This design comes from an exercise in tuning for small area, a short achievable clock period and few clock cycles on the open sky130 flow, not from production work.
RTL that was checked went through simulation tests only; none was proved equivalent to the original.
Power figures rest on the tool's default switching activity, not on a simulated workload.

// cle_xu
module cle_xu (
    input  wire        clk,
    input  wire        rst,           
    input  wire        in_valid,
    output reg         in_ready,
    input  wire [5:0]  in_op,
    input  wire [2:0]  in_sub,
    input  wire [4:0]  in_qs,         
    input  wire [31:0] in_a,
    input  wire [31:0] in_b,
    input  wire [31:0] in_c,
    output reg         out_valid,
    output reg  [31:0] out_result,
    output reg  [3:0]  out_flags,     
    output reg         out_pred
);
    localparam OP_ADD   = 6'h01, OP_SUB  = 6'h02, OP_MUL   = 6'h03, OP_MAC  = 6'h04,
               OP_MSU   = 6'h05, OP_ACCR = 6'h06, OP_ACCW  = 6'h07, OP_MIN  = 6'h08,
               OP_MAX   = 6'h09, OP_ABS  = 6'h0A, OP_NEG   = 6'h0B, OP_SHV  = 6'h0C,
               OP_AND   = 6'h0D, OP_OR   = 6'h0E, OP_XOR   = 6'h0F, OP_CMP  = 6'h10,
               OP_CLAMP = 6'h12, OP_RATE = 6'h13, OP_DIV   = 6'h14, OP_MOV  = 6'h17;
  ...
For scale: about 11000 cells after synthesis.
clock: 32.0 ns
lec_check: 0
abc_area: 1
cap_margin: 30
core_margin: 2
core_utilization: 50
slew_margin: 30
standard.sh (not shown) runs the stock make flow with config.mk's settings and CLKGATE_MAP_FILE= SYNTH_SCRIPT=/design/flow/synth_recipe.tcl, a recipe that flattens the netlist after the stock synthesis.
==> flow/flow/run.sh <==
#!/bin/bash
set -uo pipefail
export SETUP_SLACK_MARGIN=24.4
export BUFFER_PORTS_ARGS="-buffer_cell sky130_fd_sc_hd__buf_2"
bash standard.sh > standard_flow.log 2>&1
Next try:
--- a/flow/design.v
+++ b/flow/design.v
@@ -40,17 +40,16 @@
     end
     wire o_add  = op0 == OP_ADD,  o_sub  = op0 == OP_SUB,  o_mul  = op0 == OP_MUL;
     wire o_mac  = op0 == OP_MAC,  o_msu  = op0 == OP_MSU,  o_accr = op0 == OP_ACCR;
     wire o_accw = op0 == OP_ACCW, o_abs  = op0 == OP_ABS,  o_neg  = op0 == OP_NEG;
     wire o_shv  = op0 == OP_SHV,  o_cmp  = op0 == OP_CMP,  o_clmp = op0 == OP_CLAMP;
     wire o_rate = op0 == OP_RATE, o_div  = op0 == OP_DIV,  o_mov  = op0 == OP_MOV;
     wire mulop = o_mul | o_mac | o_msu;
-    wire [63:0] pp_s, pp_c, prod;
+    wire [63:0] pp_s, pp_c;
     cle_xu_booth u_mul (.a(a0), .b(b0), .s(pp_s), .c(pp_c));
-    cle_xu_add #(64) u_cpa (.a(pp_s), .b(pp_c), .cin(1'b0), .s(prod), .cout());
     wire        negA  = o_neg | ((o_abs | o_div) & a0[31]);
     wire [32:0] ax    = {a0[31], a0};
     wire [32:0] bx    = {b0[31], b0};
     wire [32:0] cx33  = {c0[31], c0};
     wire [32:0] rl33  = b0[31] ? 33'd0 : {1'b0, b0};           
     wire [32:0] add_x = negA ? 33'd0 : o_rate ? cx33 : ax;
     wire [32:0] add_y = o_add ? bx : o_sub ? ~bx : negA ? ~ax : o_rate ? rl33 : 33'd0;
@@ -173,41 +172,44 @@
         end else if (dv_busy) begin
             dv_cnt <= dv_cnt - 4'd1;
             dv_r   <= st2[32:2];
             dv_q   <= {dv_q[27:0], st1[1:0], st2[1:0]};
         end
     end
     reg        v1;
-    reg [63:0] s1;
+    reg [63:0] s1, c1;
     reg [4:0]  qs1;
     reg [5:0]  k1;
     reg        shen1, issub1, useacc1, wracc1, clr1, accr1, sat_en1;
     reg [1:0]  idx1;
     reg        satf1, pred1, div0f1;
     reg        dvc1;          
     always @(posedge clk) begin
         v1      <= ((v0 & ~dv_load) | dv_done) & ~rst;
         dvc1    <= dv_done;
         s1      <= dv_done ? {dv_y, 31'd0} :
-                   mulop   ? prod : {x_small, 31'd0};
+                   mulop   ? pp_s : {x_small, 31'd0};
+        c1      <= (mulop & ~dv_done) ? pp_c : 64'd0;
         qs1     <= qs0;
         k1      <= dv_done ? 6'd31 : k_a;
         shen1   <= ~dv_done & (o_mac | o_msu | o_accw);
         issub1  <= ~dv_done & o_msu;
         useacc1 <= ~dv_done & (o_mac | o_msu | o_accr);
         wracc1  <= ~dv_done & (o_mac | o_msu | o_accw);
         clr1    <= ~dv_done & o_accr & sub0[2];
         accr1   <= ~dv_done & o_accr;
         sat_en1 <= dv_done | ~(o_mac | o_msu | o_accw);
         idx1    <= sub0[1:0];
         satf1   <= ~dv_done & (o_clmp | o_rate) & sub0[0] & (gt_hi | lt_lo);
         pred1   <= ~dv_done & o_cmp & cmp_res;
         div0f1  <= ~dv_done & o_div & dz;
     end
-    wire [63:0] p1 = {s1[63:31], s1[30] | (dvc1 & dv_c), s1[29:0]};
+    wire [63:0] p1;
+    cle_xu_add #(64) u_cpa (.a(s1), .b({c1[63:31], c1[30] | (dvc1 & dv_c), c1[29:0]}),
+                            .cin(1'b0), .s(p1), .cout());
     wire [4:0]  sh5    = shen1 ? {~qs1[4], qs1[3:0]} : 5'd16;
     wire        psg    = p1[63];
     wire [64:0] ws0;
     wire [66:0] ws1;
     wire [70:0] ws2;
     wire [78:0] ws3;
     wire [89:15] w;
The new run passed the timing, design-rule and antenna checks.
Core utilization decreases by 2.7 points.
Non-clock buffer count came out lower by 207.
Die area rises by a few percent.
Cell area is lower slightly.
Sequential power rose by a few percent.
Worst hold slack gets worse by 0.0036 ns.
Global-route usage fell by 2.2 points.
Power decreases by well over a third.
Worst setup slack improves by 0.24 ns.
Clock skew fell by 0.056 ns.
Routed wire length went down by a few percent.
Testbench counts after the change, summed over its fixed seeds: cycles 90,420.
Function not checked in the first run of this note: the RTL went through the layout flow alone.

## afterwards: timing with drivers on the ports
How much do the figures lean on ideal ports? The routed layouts below were timed once more, with nothing changed but the port constraints. Step 1 sets driving cells, clkbuf_16 on the clock port and buf_2 on the other inputs (assumed; they add their load-dependent delay and slew). Step 2 also shifts input and output timing later by t, the mid clock arrival at the registers, as if the neighbouring blocks saw the same clock. Slacks: ideal / step 1 / step 2; pairs: ideal / step 1.
run | t (ns) | setup slack, ns | worst setup path at the end | cell pins on the clock port's net
the first run | 0.882 | 24.153 / 24.153 / 24.153 | register to register | 1
the second run | 0.873 | 24.392 / 24.291 / 24.537 | input to register | 1
After both steps every run listed still meets setup and hold.
